What follows belongs to an exercise in optimizing a design on an open flow for small area, a short achievable clock period and few clock cycles; a production flow would make more cautious choices. Only simulation tests tie the RTL to the original design; equivalence was not proved.

==> flow/design.v <==
module tally_alu (
    input  wire [3:0]  op,
    input  wire [31:0] a,
    input  wire [31:0] b,
    input  wire        c_in,        
    output reg  [31:0] result,
    output wire        cout,        
    output wire        vout
);
    wire        inv  = (op == 4'd2) || (op == 4'd3) || (op == 4'd14);
    wire        cin  = (op == 4'd1) ? 1'b0 : (op == 4'd13 || op == 4'd14) ? c_in : 1'b1;
    wire [31:0] bb   = inv ? ~b : b;
    wire [32:0] sum  = {1'b0, a} + {1'b0, bb} + {32'd0, cin};
    assign vout = (a[31] == bb[31]) && (sum[31] != a[31]);
    wire        left = (op == 4'd8);
    wire        arith = (op == 4'd10);
    reg  [31:0] ra;
    integer     i;
    always @* for (i = 0; i < 32; i = i + 1) ra[i] = a[31 - i];
    wire [31:0] sx   = left ? ra : a;
    wire [33:0] sh   = $signed({arith & a[31], sx, 1'b0}) >>> b[4:0];
    reg  [31:0] rs;
    always @* for (i = 0; i < 32; i = i + 1) rs[i] = sh[32 - i];
    wire [31:0] sres = left ? rs : sh[32:1];
    wire        is_sh = (op == 4'd8) || (op == 4'd9) || (op == 4'd10);
    assign cout = is_sh ? sh[0] : sum[32];
    reg [5:0] lz;
    always @* begin
        lz = 6'd32;
        for (i = 0; i < 32; i = i + 1)
            if (b[i]) lz = 6'd31 - i[5:0];
    end
    always @* begin
        case (op)
            4'd0:                               result = b;
            4'd1, 4'd2, 4'd3, 4'd13, 4'd14:     result = sum[31:0];
            4'd4, 4'd7:                         result = a & b;
            4'd5:                               result = a | b;
            4'd6:                               result = a ^ b;
            4'd8, 4'd9, 4'd10:                  result = sres;
            4'd15:                              result = {26'd0, lz};
            default:                            result = 32'd0;
        endcase
    end
endmodule
module tally_core (
    input  wire        clk,
    input  wire        rst,
    output wire [15:0] imem_addr,
    input  wire [13:0] imem_rdata,
    output wire        dmem_req,
    output wire        dmem_we,
    output wire        dmem_pair,
    output wire        dmem_ap,
    output wire [47:0] dmem_addr,
    output wire [63:0] dmem_wdata,
    input  wire        dmem_ack,
    input  wire        dmem_err,
    input  wire [63:0] dmem_rdata,
    input  wire        ev_door,    
    input  wire [6:0]  ev_set,     
    output wire        fatal
);
    localparam [31:0] EVACK_ADDR = 32'h0004_0010;
    reg [15:0] pc;           
    reg        fv;           
    reg [13:0] ir;           
    reg        irv;
    reg [13:0] bw;           
    reg        bv;
    reg [35:0] ext;          
    reg [1:0]  npre;         
    reg        st_mem, st_mul, st_wait;
    reg [2:0]  mcnt;
    reg [31:0] rf [0:15];
    reg        fN, fZ, fC, fV, ie, pie, vr;
    reg [15:0] epc;
    reg [1:0]  ecause;
    reg [31:0] eaddr;
    reg [16:0] apbase;
    reg [7:1]  evp;
    reg [7:0]  evmask;
    reg [31:0] steps;
    reg [31:0] m_addr;       
    reg [31:0] mhi, mlo;     
    reg        fatal_r;
    wire [7:0] evpend = {evp, ev_door};
    wire [13:0] w      = ir;
    wire [1:0]  fmt    = w[13:12];
    wire [1:0]  sub    = w[11:10];
    wire [3:0]  r_op   = w[11:8];
    wire [1:0]  i_op   = w[11:10];
    wire [5:0]  imm6   = w[9:4];
    wire [1:0]  kind   = w[9:8];
    wire [3:0]  cond   = w[9:6];
    wire [5:0]  disp6  = w[5:0];
    wire        link   = w[9];
    wire [8:0]  disp9  = w[8:0];
    wire [3:0]  sysop  = w[9:6];
    wire [15:0] pc_m1  = pc - 16'd1;     
    wire [15:0] pc_m2  = pc - 16'd2;     
    wire [15:0] ipc    = pc_m2 - {14'd0, npre};    
    reg [31:0] imm_s, imm_z;
    reg [29:0] moff;
    reg [15:0] bdisp, jdisp;
    reg        xidx_ok;
    reg [2:0]  xidx;
    always @* begin
        case (npre)
            2'd0: begin
                imm_s = {{26{imm6[5]}}, imm6};
                imm_z = {26'd0, imm6};
                moff  = 30'd0;
                bdisp = {{10{disp6[5]}}, disp6};
                jdisp = {{7{disp9[8]}}, disp9};
            end
            2'd1: begin
                imm_s = {{14{ext[11]}}, ext[11:0], imm6};
                imm_z = {14'd0, ext[11:0], imm6};
                moff  = {{18{ext[11]}}, ext[11:0]};
                bdisp = {ext[9:0], disp6};
                jdisp = {ext[6:0], disp9};
            end
            2'd2: begin
                imm_s = {{2{ext[23]}}, ext[23:0], imm6};
                imm_z = {2'd0, ext[23:0], imm6};
                moff  = {{6{ext[23]}}, ext[23:0]};
                bdisp = {ext[9:0], disp6};
                jdisp = {ext[6:0], disp9};
            end
            default: begin
                imm_s = {ext[25:0], imm6};
                imm_z = {ext[25:0], imm6};
                moff  = ext[29:0];
                bdisp = {ext[9:0], disp6};
                jdisp = {ext[6:0], disp9};
            end
        endcase
        xidx_ok = (npre == 2'd0) || (ext[35:3] == 33'd0);
        xidx    = (npre == 2'd0) ? 3'd0 : ext[2:0];
    end
    reg taken;
    always @* begin
        case (cond)
            4'd0:  taken = fZ;
            4'd1:  taken = !fZ;
            4'd2:  taken = fC;
            4'd3:  taken = !fC;
            4'd4:  taken = fN;
            4'd5:  taken = !fN;
            4'd6:  taken = fV;
            4'd7:  taken = !fV;
            4'd8:  taken = fC && !fZ;
            4'd9:  taken = !fC || fZ;
            4'd10: taken = (fN == fV);
            4'd11: taken = (fN != fV);
            4'd12: taken = !fZ && (fN == fV);
            4'd13: taken = fZ || (fN != fV);
            4'd14: taken = 1'b1;
            default: taken = 1'b0;
        endcase
    end
    wire [3:0]  ra_a = (fmt == 2'b01) ? w[3:0] : w[7:4];
    wire [3:0]  ra_b = st_mem ? {w[7:5], 1'b1} : w[3:0];
    wire [31:0] rda  = rf[ra_a];
    wire [31:0] rdb  = rf[ra_b];
    reg  [3:0]  alu_op;
    always @* begin
        if (fmt == 2'b00) alu_op = r_op;
        else case (i_op)
            2'd0:    alu_op = 4'd0;   
            2'd1:    alu_op = 4'd1;   
            2'd2:    alu_op = 4'd3;   
            default: alu_op = 4'd4;   
        endcase
    end
    wire [31:0] alu_b = (fmt == 2'b00) ? rdb : ((i_op == 2'd3) ? imm_z : imm_s);
    wire [31:0] alu_res;
    wire        alu_cout, alu_vout;
    tally_alu u_alu (
        .op(alu_op), .a(rda), .b(alu_b), .c_in(fC),
        .result(alu_res), .cout(alu_cout), .vout(alu_vout)
    );
    wire        mul_first = !st_mul;
    wire [31:0] mul_src   = mul_first ? rdb : mlo;
    wire [31:0] mul_acc   = mul_first ? 32'd0 : mhi;
    wire [39:0] mul_sum   = {8'd0, mul_acc} + rda * mul_src[7:0];
    wire        mul_last  = (mcnt == 3'd4);
    wire [31:0] mul_res   = w[8] ? mlo : mhi;    
    wire        mem_pair = kind[1];
    wire [31:0] mem_addr = rdb + (mem_pair ? {moff[28:0], 3'b000}
                                           : {moff[29:0], 2'b00});
    wire        mem_populated = (mem_addr[31:17] == 15'd0) ||
                                (mem_addr[31:12] == 20'h00040) ||
                                (mem_addr[31:11] == 21'h00082) ||
                                mem_addr[31];
    wire        mem_fault = !mem_populated ||
                            (mem_pair ? (mem_addr[2:0] != 3'd0 || w[4])
                                      : (mem_addr[1:0] != 2'd0));
    wire        mem_evack = (kind == 2'd1) && (mem_addr == EVACK_ADDR);
    reg [31:0] xval;
    always @* begin
        case (xidx)
            3'd0: xval = {25'd0, vr, pie, ie, fN, fZ, fC, fV};
            3'd1: xval = {16'd0, epc};
            3'd2: xval = {30'd0, ecause};
            3'd3: xval = eaddr;
            3'd4: xval = {15'd0, apbase};
            3'd5: xval = {24'd0, evpend};
            3'd6: xval = {24'd0, evmask};
            default: xval = steps;
        endcase
        if (!xidx_ok) xval = 32'd0;
    end
    wire unpopulated_pc = !pc_m2[15] && (pc_m2[14:13] != 2'b00);
    wire irq = ie && ((evpend & evmask) != 8'd0);
    wire wait_ok = (evpend & rdb[7:0]) != 8'd0;
    assign imem_addr  = pc;
    assign dmem_req   = st_mem;
    assign dmem_we    = kind[0];
    assign dmem_pair  = kind[1];
    assign dmem_ap    = m_addr[31];
    assign dmem_addr  = {apbase & {17{m_addr[31]}}, m_addr[30:0]};
    assign dmem_wdata = {rdb, rda};
    assign fatal      = fatal_r;
    wire active = irv && !fatal_r;
    wire first  = active && !st_mem && !st_mul && !st_wait;
    reg        done;         
    reg        redir;        
    reg [15:0] tgt;
    reg        exc;          
    reg [1:0]  cause;
    reg [31:0] exc_addr;
    reg        clr_pre;      
    reg [2:0]  sinc;         
    reg        we;           
    reg [3:0]  waddr;
    reg [31:0] wdata;
    reg        we_hi;        
    reg        set_nz, set_zonly, set_cv, set_c;
    reg [31:0] fres;         
    reg        go_mem, go_mul, go_wait;
    reg        do_pre, do_mtx, do_reti, do_evack;
    always @* begin
        done = 1'b0; redir = 1'b0; tgt = pc_m1 + bdisp;
        exc = 1'b0; cause = 2'd1; exc_addr = mem_addr;
        clr_pre = 1'b0; sinc = 3'd0;
        we = 1'b0; waddr = w[7:4]; wdata = alu_res; we_hi = 1'b0;
        set_nz = 1'b0; set_zonly = 1'b0; set_cv = 1'b0; set_c = 1'b0;
        fres = alu_res;
        go_mem = 1'b0; go_mul = 1'b0; go_wait = 1'b0;
        do_pre = 1'b0; do_mtx = 1'b0; do_reti = 1'b0; do_evack = 1'b0;
        if (!active) begin
            done = 1'b0;
        end else if (st_mem) begin
            if (dmem_ack) begin
                if (dmem_err) begin
                    exc = 1'b1; cause = 2'd2; exc_addr = m_addr;
                end else begin
                    done = 1'b1; sinc = 3'd1;
                    we = !kind[0]; wdata = dmem_rdata[31:0];
                    we_hi = !kind[0] && kind[1];
                end
            end
        end else if (st_mul) begin
            if (mul_last) begin
                done = 1'b1; sinc = 3'd3;
                we = 1'b1; wdata = mul_res;
                set_nz = 1'b1; fres = mul_res;
            end
        end else if (st_wait) begin
            if (wait_ok) begin done = 1'b1; sinc = 3'd1; end
        end else if (npre == 2'd0 && irq) begin
            exc = 1'b1; cause = 2'd3;
        end else if (unpopulated_pc) begin
            exc = 1'b1; sinc = 3'd1;
        end else begin
            sinc = 3'd1;
            case (fmt)
            2'b11: begin  
                if (npre == 2'd3) exc = 1'b1;
                else begin done = 1'b1; do_pre = 1'b1; end
            end
            2'b00, 2'b01: begin  
                if (fmt == 2'b00 && npre != 2'd0) begin
                    exc = 1'b1;
                end else if (fmt == 2'b00 && (r_op == 4'd11 || r_op == 4'd12)) begin
                    go_mul = 1'b1; sinc = 3'd0;
                end else begin
                    done = 1'b1;
                    waddr = (fmt == 2'b00) ? w[7:4] : w[3:0];
                    we = !(alu_op == 4'd3 || alu_op == 4'd7);
                    case (alu_op)
                        4'd0:               ;
                        4'd1, 4'd2, 4'd3, 4'd13, 4'd14: begin set_nz = 1'b1; set_cv = 1'b1; end
                        4'd8, 4'd9, 4'd10:  begin set_nz = 1'b1; set_c = (alu_b[4:0] != 5'd0); end
                        4'd15:              set_zonly = 1'b1;
                        default:            set_nz = 1'b1;
                    endcase
                end
            end
            default: begin  
                case (sub)
                2'b00: begin  
                    if (mem_fault) begin
                        exc = 1'b1; cause = 2'd2;
                    end else if (mem_evack) begin
                        done = 1'b1; do_evack = 1'b1; sinc = 3'd2;
                    end else begin
                        go_mem = 1'b1;
                    end
                end
                2'b01: begin  
                    if (taken) begin redir = 1'b1; sinc = 3'd3; end
                    else done = 1'b1;
                end
                2'b10: begin  
                    redir = 1'b1; sinc = 3'd3; tgt = pc_m1 + jdisp;
                    we = link; waddr = 4'd15; wdata = {16'd0, pc_m1};
                end
                default: begin  
                    if (w[5:4] != 2'b00 || sysop > 4'd6 ||
                        (npre != 2'd0 && sysop != 4'd3 && sysop != 4'd4)) begin
                        exc = 1'b1;
                    end else begin
                        case (sysop)
                        4'd0: begin  
                            redir = 1'b1; sinc = 3'd3; tgt = rdb[15:0];
                        end
                        4'd1: begin  
                            redir = 1'b1; sinc = 3'd3; tgt = rdb[15:0];
                            we = 1'b1; waddr = 4'd15; wdata = {16'd0, pc_m1};
                        end
                        4'd2: begin  
                            redir = 1'b1; sinc = 3'd3; tgt = epc; do_reti = 1'b1;
                        end
                        4'd3: begin  
                            done = 1'b1; we = 1'b1; waddr = w[3:0]; wdata = xval;
                        end
                        4'd4: begin  
                            done = 1'b1; do_mtx = xidx_ok;
                        end
                        4'd5: begin  
                            if (wait_ok) done = 1'b1;
                            else begin go_wait = 1'b1; sinc = 3'd0; end
                        end
                        default: done = 1'b1;  
                        endcase
                    end
                end
                endcase
            end
            endcase
        end
        if (done || redir || exc) clr_pre = !do_pre;
    end
    wire dfault = exc && cause != 2'd3 && !ie;           
    wire adv    = !irv || done;
    wire newpc  = redir || (exc && !dfault);
    wire [15:0] newtgt = exc ? {vr, 11'd0, cause, 2'b00} : tgt;
    integer k;
    always @(posedge clk) begin
        if (!rst && !fatal_r) begin
            for (k = 0; k < 16; k = k + 1) begin
                if (we && !exc && waddr == k[3:0])
                    rf[k] <= wdata;
                else if (we_hi && {waddr[3:1], 1'b1} == k[3:0])
                    rf[k] <= dmem_rdata[63:32];
            end
        end
    end
    always @(posedge clk) begin
        if (rst) begin
            pc      <= 16'h0000;
            fv      <= 1'b0;
            ir      <= 14'd0;
            irv     <= 1'b0;
            bw      <= 14'd0;
            bv      <= 1'b0;
            ext     <= 36'd0;
            npre    <= 2'd0;
            st_mem  <= 1'b0;
            st_mul  <= 1'b0;
            st_wait <= 1'b0;
            mcnt    <= 3'd0;
            {fN, fZ, fC, fV, ie, pie, vr} <= 7'd0;
            epc     <= 16'd0;
            ecause  <= 2'd0;
            eaddr   <= 32'd0;
            apbase  <= 17'h001FC;
            evp     <= 7'd0;
            evmask  <= 8'd0;
            steps   <= 32'd0;
            m_addr  <= 32'd0;
            mhi     <= 32'd0;
            mlo     <= 32'd0;
            fatal_r <= 1'b0;
        end else begin
            if (do_evack) evp <= (evp & ~rda[7:1]) | ev_set;
            else          evp <= evp | ev_set;
            if (!fatal_r) begin
                if (dfault) begin
                    fatal_r <= 1'b1;
                    st_mem  <= 1'b0;
                end else if (newpc) begin
                    pc  <= newtgt;
                    fv  <= 1'b0;
                    irv <= 1'b0;
                    bv  <= 1'b0;
                end else if (adv) begin
                    ir  <= bv ? bw : imem_rdata;
                    irv <= bv || fv;
                    bv  <= 1'b0;
                    pc  <= pc + 16'd1;
                    fv  <= 1'b1;
                end else if (!bv) begin
                    bw  <= imem_rdata;
                    bv  <= 1'b1;
                end
                steps <= steps + {29'd0, sinc};
                if (do_pre) begin
                    ext  <= {ext[23:0], w[11:0]};
                    npre <= npre + 2'd1;
                end else if (clr_pre) begin
                    ext  <= 36'd0;
                    npre <= 2'd0;
                end
                if (!exc) begin
                    if (set_nz) begin
                        fN <= fres[31];
                        fZ <= (fres == 32'd0);
                    end
                    if (set_zonly) fZ <= (fres == 32'd0);
                    if (set_cv) begin
                        fC <= alu_cout;
                        fV <= alu_vout;
                    end
                    if (set_c) fC <= alu_cout;
                end
                if (go_mem) begin
                    st_mem <= 1'b1;
                    m_addr <= mem_addr;
                end
                if (st_mem && dmem_ack) st_mem <= 1'b0;
                if (go_mul || st_mul) begin
                    mhi  <= mul_sum[39:8];
                    mlo  <= {mul_sum[7:0], mul_src[31:8]};
                end
                if (go_mul) begin
                    st_mul <= 1'b1;
                    mcnt   <= 3'd1;
                end else if (st_mul) begin
                    mcnt <= mcnt + 3'd1;
                    if (mul_last) st_mul <= 1'b0;
                end
                if (go_wait) st_wait <= 1'b1;
                if (st_wait && wait_ok) st_wait <= 1'b0;
                if (exc && !dfault) begin
                    epc    <= ipc;
                    ecause <= cause;
                    if (cause == 2'd2) eaddr <= exc_addr;
                    pie    <= ie;
                    ie     <= 1'b0;
                end
                if (do_reti) ie <= pie;
                if (do_mtx) begin
                    case (xidx)
                    3'd0: {vr, pie, ie, fN, fZ, fC, fV} <= rdb[6:0];
                    3'd1: epc    <= rdb[15:0];
                    3'd4: apbase <= rdb[16:0];
                    3'd6: evmask <= rdb[7:0];
                    default: ;
                    endcase
                end
            end
        end
    end
endmodule
==> flow/run.sh <==
#!/bin/bash
# synth_recipe.tcl (not shown) runs the flow's synth.tcl, then flattens the netlist and writes it again
# the make line also repeats each setting of config.mk as NAME=value (left out here)
make -C /OpenROAD-flow-scripts/flow DESIGN_CONFIG=/design/flow/config.mk WORK_HOME=/design/flow/orfs CLKGATE_MAP_FILE= SYNTH_SCRIPT=/design/flow/synth_recipe.tcl finish
==> flow/config.mk <==
export PLATFORM = sky130hd
export DESIGN_NAME = tally_core
export DESIGN_NICKNAME = tally_core
export VERILOG_FILES = /design/flow/design.v
export SDC_FILE = /design/flow/constraint.sdc
export NUM_CORES = 4
export LEC_CHECK = 0
export ABC_CLOCK_PERIOD_IN_PS = 5000
export CAP_MARGIN = 20
export CORE_MARGIN = 2
export CORE_UTILIZATION = 40
export SLEW_MARGIN = 20
==> flow/constraint.sdc <==
create_clock -name core_clock -period 20.0 [get_ports {clk}]
set_input_delay 4.0000 -clock core_clock [delete_from_list [all_inputs] [get_ports {clk}]]
set_output_delay 4.0000 -clock core_clock [all_outputs]
set_load 0.01 [all_outputs]
==> run notes <==
The total placed instance area is approximately 0.072 mm2. Across all setup checks in the final design, the least slack found is roughly 8 ns. Before CTS, the worst setup slack after placement is roughly 8.6 ns.

The number of remaining DRC errors came out at 0. The global-route congestion overflow total is 0. The quantity of gates resized following cts came out at 0. The clock slew seen by the registers of the worst setup and hold paths came out at approximately 0.060 ns. The tightest min-delay check is of the reg2reg type. The number of optimization iterations in the first detailed-route pass is 10. After synthesis the netlist holds a flip-flop and latch count of between 800 and 900. The number of cells produced by synthesis came out at 7545. The detailed router's first-iteration violation count came out at around 13000. Across the run, the number of max-cap violations was 0.

The worst setup path is launched from a flop. The die is 411 um tall. The number of core rows is ~150. The top-level I/O count is around 220. TritonCTS built the clock tree. The total detailed-routing wirelength is approximately 430 mm. The time the final worst path needs with I/O delays and setup came out at ~12 ns.

The post-synthesis area per instance is ~8.8 um2. The total area inside the core boundary comes to roughly 0.16 mm2. The worst setup path is captured at a flop.

In the final routed layout, each cell accounts on average for between 40 and 50 um. The buffer depth of the longest clock path is 3. The highest attainable clock frequency is between 80 and 90 MHz. The final count of pins violating max slew is 0.

The run finished with no timing, DRC or antenna violations. The finished cells cover ~0.075 mm2. The worst setup path is of the reg2reg kind. Synthesis instantiated between 100 and 150 different standard cells from the library. The tree is rooted in a clkbuf_16. The core utilization of the finished layout came out at between 40% and 50%. The total count of hold-check failures in the final report came out at 0. The final worst-path cycle share came out at just under 60%. In the synthesized netlist the async set-or-reset flop fraction comes to 0%. The number of hold buffers added after cts came out at 0. The stage delay of the slowest cell on the critical path is roughly 0.90 ns. The overall via count from detail_route came out at 71612. Data arrives at the worst endpoint at 12.61 ns. The number of enable-type register cells in the synthesized netlist is between 500 and 600. When the netlist entered floorplanning its net count stood at just over 8000. Once detail routing completed, the nets flagged for antenna violations numbered 0. CTS saw just over 800 sinks. The initial antenna violation count came out at 34. In this run the tightest slew margin relative to its limit is a little over an eighth. The final layout contains 8205 nets. The starting density of the core is around two fifths. The largest net degree at the start of global routing came out at about 90. The number of I/O port buffers is ~220. The die covers about 0.17 mm2. The summed instance area of the synthesized netlist came out at around 0.066 mm2. In the global route stage, overall resource usage came out at 49.6%. The wire length of the first global-routing pass is a little under 600 mm. The via count of the first global-routing pass came out at roughly 66000. The post-synthesis sequential area ratio came out at between 30 and 40%. In this run the worst path has a maximum fanout of 33. The share of final-layout standard cells stronger than drive strength 1 came out at 11.8%. The number of setup buffers added after CTS is 0. The clock arrives with around 0.049 ns of skew. The aggregate negative setup slack is 0 ns.

The horizontal extent of the die came out at 411 um. The final setup violation count is 0. The required arrival time at the worst endpoint came out at 20.69 ns. Among all stages on the critical path, the largest delay is contributed by nand2_1. The number of buffers added by the clock tree synthesis step is between 90 and 100. The number of synthesis warnings came out at 3. Setup repair after global routing left no endpoint under its margin.

At the later pin of the worst-skew pair, clock insertion delay measures a little under 0.8 ns. The most instantiated flip-flop cell in the synthesis netlist is edfxtp_1. The half-perimeter wire length of the detailed placement result came out at roughly 320 mm. The level count of the clock H-tree came out at 3. The cell repeated most along the worst path is buf_4. The actual transition at the worst max-transition pin is approximately 1.3 ns. The area growth from synthesis to final layout is 13.7%.

The vias per cell came out at around 7.2. The final weighted congestion of routability-driven global placement came out at around 1.1.
synthesized netlist by cell type, types with 39 or more instances:
| cell | number | share of area [%] |
|---|---|---|
| edfxtp_1 | 512 | 23 |
| a22o_1 | 104 | 1.4 |
| a221oi_1 | 101 | 1.3 |
| nand3_1 | 159 | 1.2 |
| a222oi_1 | 39 | 0.59 |
| or3_1 | 44 | 0.42 |
| nor3_1 | 154 | 1.2 |
| o32ai_1 | 40 | 0.53 |
| a22oi_1 | 293 | 3.3 |
| and2_1 | 63 | 0.60 |
| buf_1 | 42 | 0.24 |
| mux2i_1 | 205 | 3.1 |
| o22ai_1 | 99 | 0.94 |
| inv_1 | 361 | 2.0 |
| a21o_1 | 63 | 0.72 |
| nand4_1 | 63 | 0.60 |
| o21ai_0 | 363 | 2.7 |
| ha_1 | 226 | 4.3 |
| a311oi_1 | 39 | 0.52 |
| xnor2_1 | 121 | 1.6 |
| nand2b_1 | 68 | 0.64 |
| mux2_2 | 176 | 3.0 |
| xor2_1 | 71 | 0.94 |
| a211oi_1 | 122 | 1.4 |
| nand2_1 | 894 | 5.1 |
| nor2b_1 | 55 | 0.52 |
| dfxtp_1 | 309 | 9.4 |
| o211ai_1 | 60 | 0.68 |
| fa_1 | 218 | 6.6 |
| a31oi_1 | 65 | 0.61 |
| buf_2 | 118 | 0.89 |
| a21oi_1 | 426 | 3.2 |
| and3_1 | 103 | 0.97 |
| nor2_1 | 716 | 4.1 |
| clkbuf_1 | 323 | 1.8 |
| o21a_1 | 44 | 0.50 |
| nor4_1 | 39 | 0.37 |
area by class of cell:
class,instances,area (um2)
multi-input combinational,5813,41400
clock inverter,45,448
tap,2189,2740
inverter,373,1400
fill,16041,89400
timing repair buffer,567,4890
clock buffer,127,2640
antenna,26,65.1
sequential,821,21600
metrics by stage:
step	hold slack (ns)	cells
3_5_place_dp	0.454	9754
6_report	0.468	9961
2_1_floorplan	0.436	7545
3_3_place_gp	0.445	9753
4_1_cts	0.463	9926
5_1_grt	0.487	9936
routing by layer:
metal | global-route usage [%] | wire, um | vias to the layer above
li1 | - | - | 28312
met1 | 62.4 | 162000 | 35444
met2 | 68.6 | 172000 | 6183
met3 | 18.3 | 58600 | 1659
met4 | 37.7 | 40700 | 14
met5 | 0.113 | 95 | -
cell usage in the layout, fill, tap and decap left out, drive strengths merged, types with 131 or more instances in the layout:
master / instances
a211oi: 131
a21oi: 432
a22oi: 294
buf: 346
clkdlybuf4s50: 221
dfxtp: 309
edfxtp: 512
fa: 218
ha: 226
inv: 377
mux2: 187
mux2i: 208
nand2: 895
nand3: 159
nor2: 724
nor3: 156
o21ai: 398
logic make-up (layout without fill, tap and decap cells):
| logic type | count (synthesis) | count (layout) | synth area share, % |
|---|---|---|---|
| muxes | 398 | 398 | 6.47 |
| and+or+nand+nor | 2510 | 2510 | 17.6 |
| other | 0 | 26 | 0 |
| xor gates and xnor gates | 192 | 192 | 2.54 |
| DFF | 821 | 821 | 32.6 |
| adders and majority gates | 444 | 444 | 10.9 |
| buffers and inverters | 911 | 1112 | 5.73 |
| AOI/OAI and AO/OA | 2269 | 2269 | 24.2 |
path summary, 6_finish.rpt:
check / slack [ns] / cells after the start / from / endpoint
min reg2reg: 0.47 / 2 / m_addr[21] / m_addr[21]
max: 8.08 / 35 / ir[3] / mhi[31]
min: 0.47 / 2 / m_addr[21] / m_addr[21]
max reg2reg: 8.08 / 35 / ir[3] / mhi[31]
critical path: cells and delay by family (launching register included):
kind / cells / cell delay (ns)
compound gates: 15 / 4.27
fa+ha+maj: 5 / 2.03
buf+inv: 7 / 1.80
flops: 1 / 0.74
mux: 1 / 0.74
simple gates: 7 / 2.17
sequential cells by signal, indices dropped and copies added (netlist names), 2 cells and up:
register	count
evp	7
steps	32
ecause	2
ir	14
apbase	17
evmask	8
ext	36
pc	16
rf	512
mlo	32
mcnt	3
epc	16
eaddr	32
bw	14
m_addr	32
mhi	32
npre	2
Testbench counts, summed over its fixed seeds: cycles 59,142.

## port drivers added, routing unchanged
The results above use ideal ports. As a check the final layout listed here was re-extracted and re-timed, cells and wires unchanged.
Step 1: set_driving_cell puts a clkbuf_16 on clk and a buf_2 on each other input, an assumption about the parent block.
Step 2, shift: input delay + t, output delay - t, t = (earliest + latest rising clock arrival at the registers) / 2. This alone moves slack from input paths to output paths.
Three values: ideal ports, drivers, drivers and shift; two values: the first two.
shift t [ns]: 0.845
setup slack, ns: 8.082 / 8.082 / 8.082
clock arrival spread, ns: 0.049 / 0.049
After both steps this run still meets setup and hold. The setup slack of this run moves by 0.000 ns with the drivers and by 0.000 ns with both steps.
